Background: an optimization exercise with open tools, aiming at small area, a short achievable clock period and few clock cycles per item. Do not read the settings as production practice. Only simulation tests tie the RTL to the original design; equivalence was not proved.

==> trial 65 <==
## aes_engine
module aes_engine (
    input  wire         clk,
    input  wire         rst,
    input  wire         in_valid,
    output wire         in_ready,
    input  wire         in_aes256,
    input  wire [255:0] in_key,
    input  wire [127:0] in_block,
    output reg          out_valid,
    output wire [127:0] out_block
);
  reg         busy;
  reg         aes256;
  reg         first;       
  reg         last;        
  reg   [3:0] round;       
  reg   [7:0] rcon;
  reg [127:0] state;
  reg [127:0] key_an;      
  reg [127:0] key_b;       
  wire [127:0] state_d, key_an_d, key_b_d;
  wire [127:0] in_key_hi = in_key[255:128];
  wire [127:0] ka_in;
  wire [127:0] sb;
  wire  [31:0] sw;
  assign in_ready  = !busy;
  assign out_block = state;
  wire nbusy     = !busy;
  wire nlast     = !last;
  wire in_aes128 = !in_aes256;
  wire k256      = busy && aes256;
  wire k128      = busy && !aes256;
  wire rot       = !aes256 || !round[0];
  wire rot_e     = rot && !first;
  wire nrot_e    = !rot && !first;
  wire [7:0] rc_e = rot_e ? rcon : 8'h00;
  function [7:0] xtime(input [7:0] b);
    xtime = {b[6:0], 1'b0} ^ (b[7] ? 8'h1b : 8'h00);
  endfunction
  wire w1, w2, w3, w4, w5, w6, w7, w8, w9, w10, w11, w12, w13, w14, w15, w16;
  ...
clock: 8.0 ns
lec_check: 0
cap_margin: 20
core_margin: 2
core_utilization: 40
slew_margin: 20
synth_hierarchical: 1
run.sh (not shown) runs the stock make flow with config.mk's settings and CLKGATE_MAP_FILE= SYNTH_SCRIPT=/design/flow/synth_recipe.tcl, a recipe that flattens the netlist after the stock synthesis.
==> inputs of build 8, as changes to trial 65 <==
--- a/flow/config.mk
+++ b/flow/config.mk
@@ -8,5 +8,6 @@
 export CAP_MARGIN = 20
 export CORE_MARGIN = 2
-export CORE_UTILIZATION = 40
+export CORE_UTILIZATION = 60
+export SETUP_SLACK_MARGIN = 3.0
 export SLEW_MARGIN = 20
 export SYNTH_HIERARCHICAL = 1
==> summary.txt <==
Number of setup buffers added after CTS: trial 65 0; build 8 871
Post-placement cell area: trial 65 49700 um2; build 8 50200 um2
Worst slack after detailed placement: trial 65 0.506 ns; build 8 1.10 ns
Die outline width: trial 65 329 um; build 8 269 um
Number of clock buffers inserted by TritonCTS: trial 65 53; build 8 49
Outcome: trial 65 no timing/DRC/antenna violations; build 8 aborted with a tool error
Last stage reached: trial 65 -; build 8 4_1_cts
DPL Wire Length: trial 65 148 mm; build 8 128 mm
Initial cell density of the core: trial 65 40.2%; build 8 60.5%
Num rows: trial 65 119; build 8 97
Placer's final routability congestion estimate: trial 65 1.02; build 8 1.05
Area share of fa/ha/maj cells after synthesis: trial 65 0.0593%; build 8 0.0593%
# resized after CTS: trial 65 0; build 8 2123
Boundary pin count: trial 65 518; build 8 518
Height of the chip: trial 65 329 um; build 8 269 um
Summed instance area of the synthesized netlist: trial 65 42200 um2; build 8 42200 um2
Buffer cell driving the clock tree root: trial 65 sky130_fd_sc_hd__clkbuf_16; build 8 sky130_fd_sc_hd__clkbuf_16
Count of placed standard cells including taps: trial 65 6748; build 8 6256
Count of synthesis-stage warnings from yosys: trial 65 7; build 8 7
Testbench counts of trial 65, summed over its fixed seeds: cycles 6,676, blocks 512.
Testbench counts of build 8, summed over its fixed seeds: cycles 6,676, blocks 512.

========
==> inputs of ember <==
aes_engine, a different RTL version from the one above (not shown whole).
export LEC_CHECK = 0
export CAP_MARGIN = 20
export CORE_MARGIN = 2
export CORE_UTILIZATION = 60
export PLACE_DENSITY = 0.75
export SETUP_SLACK_MARGIN = 4.5
export SLEW_MARGIN = 20
export SYNTH_HIERARCHICAL = 1
export TNS_END_PERCENT = 30
create_clock -name core_clock -period 8.0 [get_ports {clk}]
standard.sh (not shown) runs the stock make flow with config.mk's settings and CLKGATE_MAP_FILE= SYNTH_SCRIPT=/design/flow/synth_recipe.tcl, a recipe that flattens the netlist after the stock synthesis.
==> flow/flow/run.sh <==
#!/bin/bash
# Standard layout, with the ports buffered by a plain buffer cell and no
# dummy loads added to the clock tree.
set -e
export BUFFER_PORTS_ARGS="-buffer_cell sky130_fd_sc_hd__buf_2"
export CTS_ARGS="-sink_clustering_enable -repair_clock_nets -dont_use_dummy_load"
bash standard.sh > standard.log 2>&1
==> indigo: changes against ember <==
--- a/flow/config.mk
+++ b/flow/config.mk
@@ -8,8 +8,7 @@
 export CAP_MARGIN = 20
 export CORE_MARGIN = 2
 export CORE_UTILIZATION = 60
-export PLACE_DENSITY = 0.75
+export PLACE_DENSITY = 0.68
 export SETUP_SLACK_MARGIN = 4.5
 export SLEW_MARGIN = 20
 export SYNTH_HIERARCHICAL = 1
-export TNS_END_PERCENT = 30
==> qor summary <==
                                                                    indigo           ember
Outcome                                                      finished clean  finished clean
Number of global-route vias before repair                            38,240          38,220
Vias/cell                                                             5.516           5.585
Met1 Routed Length                                                73,320 um       71,100 um
Maximum single-stage delay on the critical path                      420 ps          440 ps
Fraction of layout cells with a size suffix above 1                  20.07%          17.92%
Startpoint of the most critical setup path                      c2_round[0]         mid[15]
Global routing usage on met2                                         58.54%          57.96%
Vias                                                                 39,100          39,340
Routed met3 length                                                12,750 um       13,850 um
Count of buffer and inverter cells on the critical path                   2               0
Share of cell area taken by multi-input logic gates                  54.26%          54.03%
Final cell utilization of the core                                   73.15%          71.87%
Clock Latency Late Sink                                              680 ps          690 ps
Placed Cells                                                          6,881           6,882
Filler cell count in the final layout                                 6,550           6,545
Initial antenna violation count                                          19              14
Number of DRC violations after detailed-routing iteration 0           3,698           3,979
F_max                                                             284.0 MHz       276.7 MHz
Wirelength, routed                                               177,100 um      174,400 um
Clock network contribution to total cell area                        4.213%          4.288%
Final routed wire length divided by cell count                     24.99 um        24.77 um
Rel. slew slack                                                      41.30%          23.17%
Multi-input logic area                                         35,130 sq um    34,370 sq um
Testbench counts of ember, summed over its fixed seeds: cycles 6,888, blocks 512.
Testbench counts of indigo, summed over its fixed seeds: cycles 6,888, blocks 512.

[afterwards: timing with drivers on the ports]
Ports are ideal in the flow. The routed layouts listed here were re-timed in OpenROAD. Step 1 assumes that a clkbuf_16 drives the clock port and a buf_2 every other input. Step 2 times the ports against the registers' clock, not the clock port: input delays grow and output delays shrink by t, the midpoint of the rising clock arrivals with the driver on. Slacks: ideal / step 1 / step 2; pairs: ideal / step 1.
run | t, ns | setup WS [ns] | worst register clock-pin slew, ns
trial 65 | 0.736 | 0.496 / 0.496 / 0.496 | 0.07 / 0.07
ember | 0.725 | 4.386 / 4.386 / 4.040 | 0.07 / 0.07
indigo | 0.726 | 4.478 / 4.478 / 4.043 | 0.06 / 0.06
After both steps every run listed still meets setup and hold. For indigo, which loses most, drivers alone change the setup slack by 0.000 ns; drivers and shift together by -0.435 ns.
